Source: an optimization exercise on an open RTL-to-GDS flow (aim: small area and a short achievable clock period). Production flows keep margins and buffers that such runs may drop.
Function was checked by simulation only, so behaviour that the tests miss may differ from the original.
No activity file was given, so power comes from the tool's default toggle rates.

// frame_phase
module frame_phase (
    input  wire        clk,
    input  wire        rst_n,         
    input  wire        cmd_valid,
    input  wire [2:0]  cmd_op,
    input  wire [2:0]  cmd_frame,
    input  wire [63:0] cmd_tick,      
    input  wire [63:0] cmd_data,
    output reg         r_valid,
    output reg  [47:0] r_acc,
    output wire [47:0] r_phase
);
export LEC_CHECK = 0
export ABC_AREA = 1
export CAP_MARGIN = 20
export CORE_MARGIN = 2
export CORE_UTILIZATION = 60
export CTS_BUF_LIST = sky130_fd_sc_hd__clkbuf_16
export CTS_CLUSTER_DIAMETER = 80
export CTS_CLUSTER_SIZE = 25
export SLEW_MARGIN = 20
create_clock -name core_clock -period 18.0 [get_ports {clk}]
standard.sh (not shown) runs the stock make flow with config.mk's settings and CLKGATE_MAP_FILE= SYNTH_SCRIPT=/design/flow/synth_recipe.tcl, a recipe that flattens the netlist after the stock synthesis.
==> flow/flow/run.sh <==
#!/bin/bash
set -euo pipefail
bash standard.sh SETUP_SLACK_MARGIN=13.2 "BUFFER_PORTS_ARGS=-buffer_cell sky130_fd_sc_hd__buf_2" finish > flow_make.log 2>&1
Then changed:
--- a/flow/design.v
+++ b/flow/design.v
@@ -17,46 +17,46 @@
     localparam OP_PAULI     = 3'd4;
     localparam OP_WR_PHASE  = 3'd5;
     localparam OP_WR_ANCHOR = 3'd6;
     localparam OP_WR_CTRL   = 3'd7;
     wire acc_cmd = rst_n & cmd_valid;
     reg  [7:0]  s0_sel;      
-    reg         s0_q, s0_clr, s0_sh, s0_sp, s0_pauli, s0_wp, s0_ctrl;
+    reg         s0_q, s0_clr, s0_sh, s0_sp, s0_pauli, s0_wp, s0_ctrl, s0_setf, s0_wa;
     reg  [47:0] s0_tick;     
-    reg  [31:0] s0_data;
+    reg  [48:0] s0_data;
     always @(posedge clk) begin
         s0_sel   <= 8'd1 << cmd_frame;
         s0_q     <= acc_cmd & (cmd_op == OP_QUERY);
         s0_clr   <= acc_cmd & (cmd_op == OP_SET_FREQ) & cmd_data[48];
         s0_sh    <= acc_cmd & (cmd_op == OP_SHIFT);
         s0_sp    <= acc_cmd & (cmd_op == OP_SET_PHASE);
         s0_pauli <= acc_cmd & (cmd_op == OP_PAULI);
         s0_wp    <= acc_cmd & (cmd_op == OP_WR_PHASE);
         s0_ctrl  <= acc_cmd & (cmd_op == OP_WR_CTRL);
+        s0_setf  <= acc_cmd & (cmd_op == OP_SET_FREQ);
+        s0_wa    <= acc_cmd & (cmd_op == OP_WR_ANCHOR);
         s0_tick  <= cmd_tick[47:0];
-        s0_data  <= cmd_data[31:0];
+        s0_data  <= cmd_data[48:0];
     end
     reg [47:0] freq0, freq1, freq2, freq3, freq4, freq5, freq6, freq7;
     reg [47:0] anch0, anch1, anch2, anch3, anch4, anch5, anch6, anch7;
     reg [7:0]  freq_ok, anch_ok;
     wire [7:0] in_sel = 8'd1 << cmd_frame;
-    wire in_setf  = cmd_valid & (cmd_op == OP_SET_FREQ);
-    wire in_wa    = cmd_valid & (cmd_op == OP_WR_ANCHOR);
-    wire in_wanch = in_wa | (in_setf & cmd_data[48]);
-    wire [7:0] we_freq = {8{in_setf}} & in_sel;
-    wire [7:0] we_anch = {8{in_wanch}} & in_sel;
-    wire [47:0] anch_new = in_wa ? cmd_data[47:0] : cmd_tick[47:0];
+    wire s0_wanch = s0_wa | (s0_setf & s0_data[48]);
+    wire [7:0] we_freq = {8{s0_setf}} & s0_sel;
+    wire [7:0] we_anch = {8{s0_wanch}} & s0_sel;
+    wire [47:0] anch_new = s0_wa ? s0_data[47:0] : s0_tick;
     always @(posedge clk) begin
-        if (we_freq[0]) freq0 <= cmd_data[47:0];
-        if (we_freq[1]) freq1 <= cmd_data[47:0];
-        if (we_freq[2]) freq2 <= cmd_data[47:0];
-        if (we_freq[3]) freq3 <= cmd_data[47:0];
-        if (we_freq[4]) freq4 <= cmd_data[47:0];
-        if (we_freq[5]) freq5 <= cmd_data[47:0];
-        if (we_freq[6]) freq6 <= cmd_data[47:0];
-        if (we_freq[7]) freq7 <= cmd_data[47:0];
+        if (we_freq[0]) freq0 <= s0_data[47:0];
+        if (we_freq[1]) freq1 <= s0_data[47:0];
+        if (we_freq[2]) freq2 <= s0_data[47:0];
+        if (we_freq[3]) freq3 <= s0_data[47:0];
+        if (we_freq[4]) freq4 <= s0_data[47:0];
+        if (we_freq[5]) freq5 <= s0_data[47:0];
+        if (we_freq[6]) freq6 <= s0_data[47:0];
+        if (we_freq[7]) freq7 <= s0_data[47:0];
         if (we_anch[0]) anch0 <= anch_new;
         if (we_anch[1]) anch1 <= anch_new;
         if (we_anch[2]) anch2 <= anch_new;
         if (we_anch[3]) anch3 <= anch_new;
         if (we_anch[4]) anch4 <= anch_new;
         if (we_anch[5]) anch5 <= anch_new;
What happened: The changed run produced a clean layout. Final area climbs slightly. Clock skew stays flat. Via count climbs by a few percent. Total power climbs slightly. Clock-buffer cell count stays the same. Die area climbs slightly. Global-route usage climbs by 1.3 points. Non-clock buffer count climbs by 22. Final cell count climbs slightly. Flip-flop and latch count climbs by 19. Setup slack gets better by 0.035 ns. First-iteration DRC count climbs by about a fifth. Sequential power climbs slightly. Clock power climbs slightly.

* * *

Setup of trial 38:
frame_phase, a different RTL version from the one above (not shown whole).
For scale: ~6,800 cells after synthesis, ~1,600 flip-flops, about 80,000 um^2 of cells after synthesis.
Settings: LEC_CHECK=0, ABC_AREA=1, CAP_MARGIN=20, CORE_MARGIN=2, CORE_UTILIZATION=60, CTS_BUF_LIST=sky130_fd_sc_hd__clkbuf_16, CTS_CLUSTER_DIAMETER=80, CTS_CLUSTER_SIZE=25, SLEW_MARGIN=20; clock period 18.0 ns.
==> flow/flow/run.sh <==
#!/bin/bash
set -euo pipefail
bash standard.sh SETUP_SLACK_MARGIN=13.1 "BUFFER_PORTS_ARGS=-buffer_cell sky130_fd_sc_hd__buf_2" finish > flow_make.log 2>&1
Input-level comparison between build 92 and trial 38:
diff --git a/flow/design.v b/flow/design.v
--- a/flow/design.v
+++ b/flow/design.v
@@ -16,48 +16,48 @@
     localparam OP_SET_PHASE = 3'd3;
     localparam OP_PAULI     = 3'd4;
     localparam OP_WR_PHASE  = 3'd5;
     localparam OP_WR_ANCHOR = 3'd6;
     localparam OP_WR_CTRL   = 3'd7;
     wire acc_cmd = rst_n & cmd_valid;
     reg  [7:0]  s0_sel;      
-    reg         s0_q, s0_clr, s0_sh, s0_sp, s0_pauli, s0_wp, s0_ctrl, s0_setf, s0_wa;
+    reg         s0_q, s0_clr, s0_sh, s0_sp, s0_pauli, s0_wp, s0_ctrl;
     reg  [47:0] s0_tick;     
-    reg  [48:0] s0_data;
+    reg  [31:0] s0_data;
     always @(posedge clk) begin
         s0_sel   <= 8'd1 << cmd_frame;
         s0_q     <= acc_cmd & (cmd_op == OP_QUERY);
         s0_clr   <= acc_cmd & (cmd_op == OP_SET_FREQ) & cmd_data[48];
         s0_sh    <= acc_cmd & (cmd_op == OP_SHIFT);
         s0_sp    <= acc_cmd & (cmd_op == OP_SET_PHASE);
         s0_pauli <= acc_cmd & (cmd_op == OP_PAULI);
         s0_wp    <= acc_cmd & (cmd_op == OP_WR_PHASE);
         s0_ctrl  <= acc_cmd & (cmd_op == OP_WR_CTRL);
-        s0_setf  <= acc_cmd & (cmd_op == OP_SET_FREQ);
-        s0_wa    <= acc_cmd & (cmd_op == OP_WR_ANCHOR);
         s0_tick  <= cmd_tick[47:0];
-        s0_data  <= cmd_data[48:0];
+        s0_data  <= cmd_data[31:0];
     end
     reg [47:0] freq0, freq1, freq2, freq3, freq4, freq5, freq6, freq7;
     reg [47:0] anch0, anch1, anch2, anch3, anch4, anch5, anch6, anch7;
     reg [7:0]  freq_ok, anch_ok;
     wire [7:0] in_sel = 8'd1 << cmd_frame;
-    wire s0_wanch = s0_wa | (s0_setf & s0_data[48]);
-    wire [7:0] we_freq = {8{s0_setf}} & s0_sel;
-    wire [7:0] we_anch = {8{s0_wanch}} & s0_sel;
-    wire [47:0] anch_new = s0_wa ? s0_data[47:0] : s0_tick;
+    wire in_setf  = cmd_valid & (cmd_op == OP_SET_FREQ);
+    wire in_wa    = cmd_valid & (cmd_op == OP_WR_ANCHOR);
+    wire in_wanch = in_wa | (in_setf & cmd_data[48]);
+    wire [7:0] we_freq = {8{in_setf}} & in_sel;
+    wire [7:0] we_anch = {8{in_wanch}} & in_sel;
+    wire [47:0] anch_new = in_wa ? cmd_data[47:0] : cmd_tick[47:0];
     always @(posedge clk) begin
-        if (we_freq[0]) freq0 <= s0_data[47:0];
-        if (we_freq[1]) freq1 <= s0_data[47:0];
-        if (we_freq[2]) freq2 <= s0_data[47:0];
-        if (we_freq[3]) freq3 <= s0_data[47:0];
-        if (we_freq[4]) freq4 <= s0_data[47:0];
-        if (we_freq[5]) freq5 <= s0_data[47:0];
-        if (we_freq[6]) freq6 <= s0_data[47:0];
-        if (we_freq[7]) freq7 <= s0_data[47:0];
+        if (we_freq[0]) freq0 <= cmd_data[47:0];
+        if (we_freq[1]) freq1 <= cmd_data[47:0];
+        if (we_freq[2]) freq2 <= cmd_data[47:0];
+        if (we_freq[3]) freq3 <= cmd_data[47:0];
+        if (we_freq[4]) freq4 <= cmd_data[47:0];
+        if (we_freq[5]) freq5 <= cmd_data[47:0];
+        if (we_freq[6]) freq6 <= cmd_data[47:0];
+        if (we_freq[7]) freq7 <= cmd_data[47:0];
         if (we_anch[0]) anch0 <= anch_new;
         if (we_anch[1]) anch1 <= anch_new;
         if (we_anch[2]) anch2 <= anch_new;
         if (we_anch[3]) anch3 <= anch_new;
         if (we_anch[4]) anch4 <= anch_new;
         if (we_anch[5]) anch5 <= anch_new;
         if (we_anch[6]) anch6 <= anch_new;
Findings:
Looking at the reports, build 92 completed the entire flow and the layout it produced met the timing, design-rule and antenna checks.
Trial 38 finished every step from synthesis to the final layout, and the layout passed the timing, design-rule and antenna checks.
Compared with trial 38, build 92 shows a lower post-synthesis sequential element count.
For total vias in the final route, trial 38 and build 92 come out practically identical.
Net switching power figure was lower in trial 38 than in build 92.
Flip-flop and latch count for build 92 is lower than for trial 38.
In terms of leakage power, trial 38 and build 92 differ only marginally.
Looking at number of standard-cell rows in the floorplan across trial 38 and build 92, the one that comes out higher is trial 38.
Build 92 vs. trial 38: worst hold margin climbed 0.020 ns; final area barely changed; routed wire length barely changed; combinational power share climbed 0.9 points; share of the cycle needed by the critical path after routing dropped 0.40 points.

re-timing with driven ports:
The results above use ideal ports. As a check the final layouts listed here were re-extracted and re-timed, cells and wires unchanged.
Step 1, drivers: a clkbuf_16 drives clk and a buf_2 each remaining input, both assumed.
Step 2, shift: input delay + t, output delay - t, t = (earliest + latest rising clock arrival at the registers) / 2. This alone moves slack from input paths to output paths.
a / b / c = ideal ports / drivers / drivers and shift; a / b = the first two.
| run | t (ns) | slack for setup (ns) | worst setup path at the end | worst data-port slew with drivers (ns) |
|---|---|---|---|---|
| the first run of note 1 | 0.822 | 13.129 / 13.091 / 12.414 | input to register | 0.29 |
| the second run of note 1 | 0.807 | 13.164 / 13.085 / 12.684 | input to register | 0.07 |
| trial 38 | 0.804 | 13.005 / 13.005 / 12.526 | input to register | 0.10 |
| build 92 | 0.813 | 13.077 / 13.054 / 12.444 | input to register | 0.09 |
After both steps every run listed still meets setup and hold. For the first run of note 1, which loses most, drivers alone change the setup slack by -0.038 ns; drivers and shift together by -0.715 ns.
